Background: an optimization exercise with open tools, aiming at small area, a short achievable clock period and few clock cycles per item. Do not read the settings as production practice. Function was checked by simulation only, so behaviour that the tests miss may differ from the original.

### flow/design.v
module jet_composite (
    input  wire        clk,
    input  wire        rst,
    input  wire        in_valid,
    output wire        in_ready,
    input  wire [19:0] lin_r,         
    input  wire [19:0] lin_g,
    input  wire [19:0] lin_b,
    input  wire [19:0] alpha_p,       
    input  wire [10:0] plane_alpha,   
    input  wire        straight,      
    input  wire [19:0] athr,          
    input  wire        last,          
    output reg         out_valid,
    output reg  [19:0] c_r,           
    output reg  [19:0] c_g,
    output reg  [19:0] c_b,
    output reg  [19:0] a_out          
);
    assign in_ready = 1'b1;
    reg        v1;
    reg [19:0] lr_q, lg_q, lb_q, ap_q, athr_q;
    reg [10:0] pa_q;
    reg        st_q, last_q;
    always @(posedge clk) begin
        if (rst)
            v1 <= 1'b0;
        else
            v1 <= in_valid;
    end
    always @(posedge clk) begin
        if (in_valid) begin
            lr_q   <= lin_r;
            lg_q   <= lin_g;
            lb_q   <= lin_b;
            ap_q   <= alpha_p;
            pa_q   <= plane_alpha;
            st_q   <= straight;
            athr_q <= athr;
            last_q <= last;
        end
    end
    reg [19:0] acc_r, acc_g, acc_b, acc_a;
    reg        done;    
    function [19:0] premul;
        input [19:0] lin;
        input [19:0] ap;
        input [10:0] pa;
        input        st;
        reg   [39:0] p;
        begin
            if (st)
                p = (lin * ap + 40'd262144) >> 19;
            else
                p = (lin * pa + 40'd512) >> 10;
            premul = p[19:0];
        end
    endfunction
    function [19:0] blend;
        input [19:0] acc;
        input [19:0] c;
        input [19:0] t;
        reg   [40:0] s;
        begin
            s = {21'd0, acc} + ((c * t + 41'd262144) >> 19);
            blend = (s > 41'hFFFFF) ? 20'hFFFFF : s[19:0];
        end
    endfunction
    wire [19:0] tr   = 20'h80000 - acc_a;
    wire [19:0] cr_n = premul(lr_q, ap_q, pa_q, st_q);
    wire [19:0] cg_n = premul(lg_q, ap_q, pa_q, st_q);
    wire [19:0] cb_n = premul(lb_q, ap_q, pa_q, st_q);
    wire [19:0] nr = blend(acc_r, cr_n, tr);
    wire [19:0] ng = blend(acc_g, cg_n, tr);
    wire [19:0] nb = blend(acc_b, cb_n, tr);
    wire [40:0] sa = {21'd0, acc_a} + ((ap_q * tr + 41'd262144) >> 19);
    wire [19:0] na = (sa > 41'h80000) ? 20'h80000 : sa[19:0];
    wire [19:0] fr = done ? acc_r : nr;
    wire [19:0] fg = done ? acc_g : ng;
    wire [19:0] fb = done ? acc_b : nb;
    wire [19:0] fa = done ? acc_a : na;
    wire        fd = done || (na >= athr_q);
    always @(posedge clk) begin
        if (rst) begin
            acc_r <= 20'd0;
            acc_g <= 20'd0;
            acc_b <= 20'd0;
            acc_a <= 20'd0;
            done  <= 1'b0;
        end else if (v1) begin
            if (last_q) begin
                acc_r <= 20'd0;
                acc_g <= 20'd0;
                acc_b <= 20'd0;
                acc_a <= 20'd0;
                done  <= 1'b0;
            end else begin
                acc_r <= fr;
                acc_g <= fg;
                acc_b <= fb;
                acc_a <= fa;
                done  <= fd;
            end
        end
    end
    always @(posedge clk) begin
        if (rst)
            out_valid <= 1'b0;
        else
            out_valid <= v1 && last_q;
    end
    always @(posedge clk) begin
        if (v1 && last_q) begin
            c_r   <= fr;
            c_g   <= fg;
            c_b   <= fb;
            a_out <= fa;
        end
    end
endmodule
### flow/run.sh
#!/bin/bash
# synth_recipe.tcl (not shown) runs the flow's synth.tcl, then flattens the netlist and writes it again
# the make line also repeats each setting of config.mk as NAME=value (left out here)
make -C /OpenROAD-flow-scripts/flow DESIGN_CONFIG=/design/flow/config.mk WORK_HOME=/design/flow/orfs CLKGATE_MAP_FILE= SYNTH_SCRIPT=/design/flow/synth_recipe.tcl finish
### flow/config.mk
export PLATFORM = sky130hd
export DESIGN_NAME = jet_composite
export DESIGN_NICKNAME = jet_composite
export VERILOG_FILES = /design/flow/design.v
export SDC_FILE = /design/flow/constraint.sdc
export NUM_CORES = 4
export LEC_CHECK = 0
export CAP_MARGIN = 20
export CORE_MARGIN = 2
export CORE_UTILIZATION = 40
export SLEW_MARGIN = 20
### flow/constraint.sdc
create_clock -name core_clock -period 20.0 [get_ports {clk}]
set_input_delay 4.0000 -clock core_clock [delete_from_list [all_inputs] [get_ports {clk}]]
set_output_delay 4.0000 -clock core_clock [all_outputs]
set_load 0.01 [all_outputs]
==> flow_metrics.py <==
metrics = {
    "outcome": {
        "status": "no timing/DRC/antenna violations",
    },
    "timing": {
        "worstMarginPinSlew_ns": 1.21,
        "skew_ns": 0.0720,
        "rsz0062_at_grt": "false",
        "fmax_mhz": 52.6,
        "hold_violations": 0,
        "tns_ns": 0,
        "fin_crit_sh_pct": 95.0,
        "slew_viol_final": 0,
        "max_slew_margin_pct": 18.4,
        "setup_viol": 0,
        "min_period_ns": 18.99,
    },
    "cts": {
        "cts_resized": 0,
        "cts_buffers": 39,
        "clockBufferDepth": 3,
        "htreeDepth": 2,
        "hold_buffers": 0,
        "clk_latency_ns": 0.70,
        "cts_tree": "built",
        "cts_root_buffer": "clkbuf_16",
        "clk_pin_slew_ns": 0.07,
        "clock-sinks": 276,
        "cts_setup_buffers": 0,
    },
    "detailed_routing": {
        "drc": 0,
        "drtAntennaViolNets": 0,
        "dr.pass1.iters": 6,
        "viasPerCell": 5.16,
        "wl_per_cell_um": 20.8,
        "drt_wl_total_mm": 371,
        "vias": 92200,
        "drt_iter0_markers": 6076,
    },
    "grt": {
        "grt.overflow.total": 0,
        "grt_pass1_vias": 98500,
        "grt_pass1_wl_mm": 589,
        "grt_max_degree": 81,
        "grtUsageTotal_pct": 24.2,
        "antenna_found_initial": 12,
    },
    "setup_path": {
        "cp_max_fo": 80,
        "start_kind": "register",
        "r2r_setup_slack_ns": 1.01,
        "cpPeakStageDelay_ns": 0.76,
        "reg2reg_depth": 59,
        "timing.rr.start": "ap_q[9]$_DFFE_PP_",
        "reg2reg_to": "acc_r[19]$_SDFFE_PP0P_",
        "worstPathRequired_ns": 20.55,
        "cpMaxStageDelayCell": "xor2_1",
        "path_class": "register to register",
        "crit_path_frequent_cell": "fa_1",
        "critPathArrivalTime_ns": 19.54,
        "end_kind": "register",
    },
    "yosys": {
        "synth_ff_type": "edfxtp_1",
        "synth_top_area_share_pct": 43.5,
        "seq_area_frac_synth_pct": 5.94,
        "synth_area_leaders": "fa_1 44%, ha_1 15%, inv_1 9.3%",
        "postSynthAreaPerCell_um2": 8.99,
        "yosys.area.top_type": "fa_1",
        "synth_edf_count": 193,
        "synth_area_um2": 126000,
        "syn_inst": 14000,
        "synth_nets": 18300,
        "ys_async_sr_fraction_pct": 0,
        "synth-seq-cells": 276,
        "synth_commonest_cells": "3110 x inv_1, 2732 x fa_1, 1831 x nand2_1",
        "yosysMostFrequentCell": "inv_1",
        "yosys_warnings": 1,
        "synth.distinct_cells": 94,
    },
    "layout": {
        "layout.nets": 18000,
        "fin_cells": 17900,
        "drive_above_1_share_pct": 3.53,
        "area.growth.synth_to_final_pct": 6.64,
    },
    "placed_design": {
        "dp.cells": 17800,
        "dp_hpwl_mm": 284,
        "place_congestion": 0.903,
        "io_buffers": 196,
    },
    "floorplan": {
        "die-height_um": 564,
        "ioPinCount": 198,
        "start_util_pct": 40.2,
        "die_w_um": 564,
        "die_area_um2": 319000,
        "core_um2": 312000,
        "rows": 205,
    },
    "run": {
        "maxCapViolations": 0,
    },
    "worst_hold_path": {
        "hold_path_depth": 2,
        "hp-class": "register to register",
        "hold_end": "acc_r[12]$_SDFFE_PP0P_",
        "holdCritStartpoint": "acc_r[12]$_SDFFE_PP0P_",
    },
}
[worst max-delay path by stage]
stage	slack, ns	start	to	cells after the start
after floorplan	3.42	ap_q[5]$_DFFE_PP_	c_r[11]$_DFFE_PP_	66
after detailed placement	1.20	lr_q[11]$_DFFE_PP_	acc_r[19]$_SDFFE_PP0P_	61
after global placement	1.39	ap_q[5]$_DFFE_PP_	c_g[6]$_DFFE_PP_	59
after global routing	0.12	lr_q[11]$_DFFE_PP_	acc_r[19]$_SDFFE_PP0P_	61
after CTS	1.18	lr_q[11]$_DFFE_PP_	acc_r[19]$_SDFFE_PP0P_	61
final	1.01	ap_q[9]$_DFFE_PP_	acc_r[19]$_SDFFE_PP0P_	59
[layer usage]
layer / wire length (um) / global-route usage (%) / vias to the layer above
met3: 30500 / 4.84 / 497
met2: 168000 / 38.5 / 3139
met4: 16200 / 8.96 / 4
li1: - / - / 41300
met1: 156000 / 32.4 / 47300
met5: 22 / 0 / -
[stage by stage]
step | cell area, um2 | setup slack, ns | hold slack [ns] | utilization, %
3_3_place_gp | 133000 | 1.39 | 0.472 | 42.5
2_1_floorplan | 126000 | 3.42 | 0.447 | -
4_1_cts | 134000 | 1.18 | 0.484 | 42.9
3_5_place_dp | 133000 | 1.20 | 0.473 | 42.5
6_report | 134000 | 1.01 | 0.483 | 42.9
5_1_grt | 134000 | 0.120 | 0.510 | 42.9
[worst max-delay path, delay by kind of cell, from the launching register on]
family | cells | cell delay, ns
compound gates | 15 | 4.10
xor+xnor | 2 | 0.90
fa+ha+maj | 17 | 8.22
buf+inv | 11 | 1.05
flops | 1 | 0.41
mux | 1 | 0.11
simple gates | 13 | 3.75
[area by class of cell]
class                   instances  area, um2
multi-input cells            9807     104000
inverters                    3111      11700
diodes                          8       20.0
flip-flops and latches        276       7460
clock buffers                  52       1090
fillers                     30600     178000
clock inverters                19        196
well taps                    4140       5180
repair buffers                458       4180
[flip-flops by register name (all words and copies together) (netlist names)]
name and count:
acc_a 20, acc_b 20, done 1, athr_q 20
v1 1, c_r 20, st_q 1, last_q 1
a_out 20, acc_r 20, lg_q 20, c_b 20
ap_q 20, lr_q 20, out_valid 1, c_g 20
acc_g 20, pa_q 11, lb_q 20
[cell usage in the layout (no fill, tap or decap), types with 81 or more instances in the layout]
cell type,n
inv_1,3109
fa_1,2732
nand2_1,1831
ha_1,1482
and2_1,1268
nor2_1,688
buf_4,243
a21oi_1,207
clkdlybuf4s50_1,195
edfxtp_1,193
a21o_1,175
xnor2_1,172
o21ai_0,138
xor2_1,84
dfxtp_1,81
[cells by family (layout without fill, tap and decap cells)]
family | count (synthesis) | in the layout | synth area share, %
buf+inv | 3883 | 3640 | 11.6
flops | 276 | 276 | 5.94
compound gates | 1009 | 1009 | 5.63
other cells | 1 | 9 | 0.00299
mux | 50 | 50 | 0.428
xor+xnor | 290 | 290 | 2.03
simple gates | 4243 | 4243 | 16.0
fa+ha+maj | 4214 | 4214 | 58.3
Testbench counts, summed over its fixed seeds: cycles 22,075, samples 22,059.

-- afterwards: timing with drivers on the ports --
Ports are ideal in the flow. The routed layout listed here was re-timed in OpenROAD. Step 1, drivers: a clkbuf_16 drives clk and a buf_2 each remaining input, both assumed. Step 2 times the ports against the registers' clock, not the clock port: input delays grow and output delays shrink by t, the midpoint of the rising clock arrivals with the driver on. Slacks: ideal ports / drivers / drivers and shift; pairs: ideal ports / drivers.
shift t [ns]: 0.770
setup WS [ns]: 1.006 / 1.006 / 1.006
clock arrival spread, ns: 0.074 / 0.074
worst slew at a driven data input, ns: 0.13
After both steps this run still meets setup and hold. The setup slack of this run moves by 0.000 ns with the drivers and by 0.000 ns with both steps.
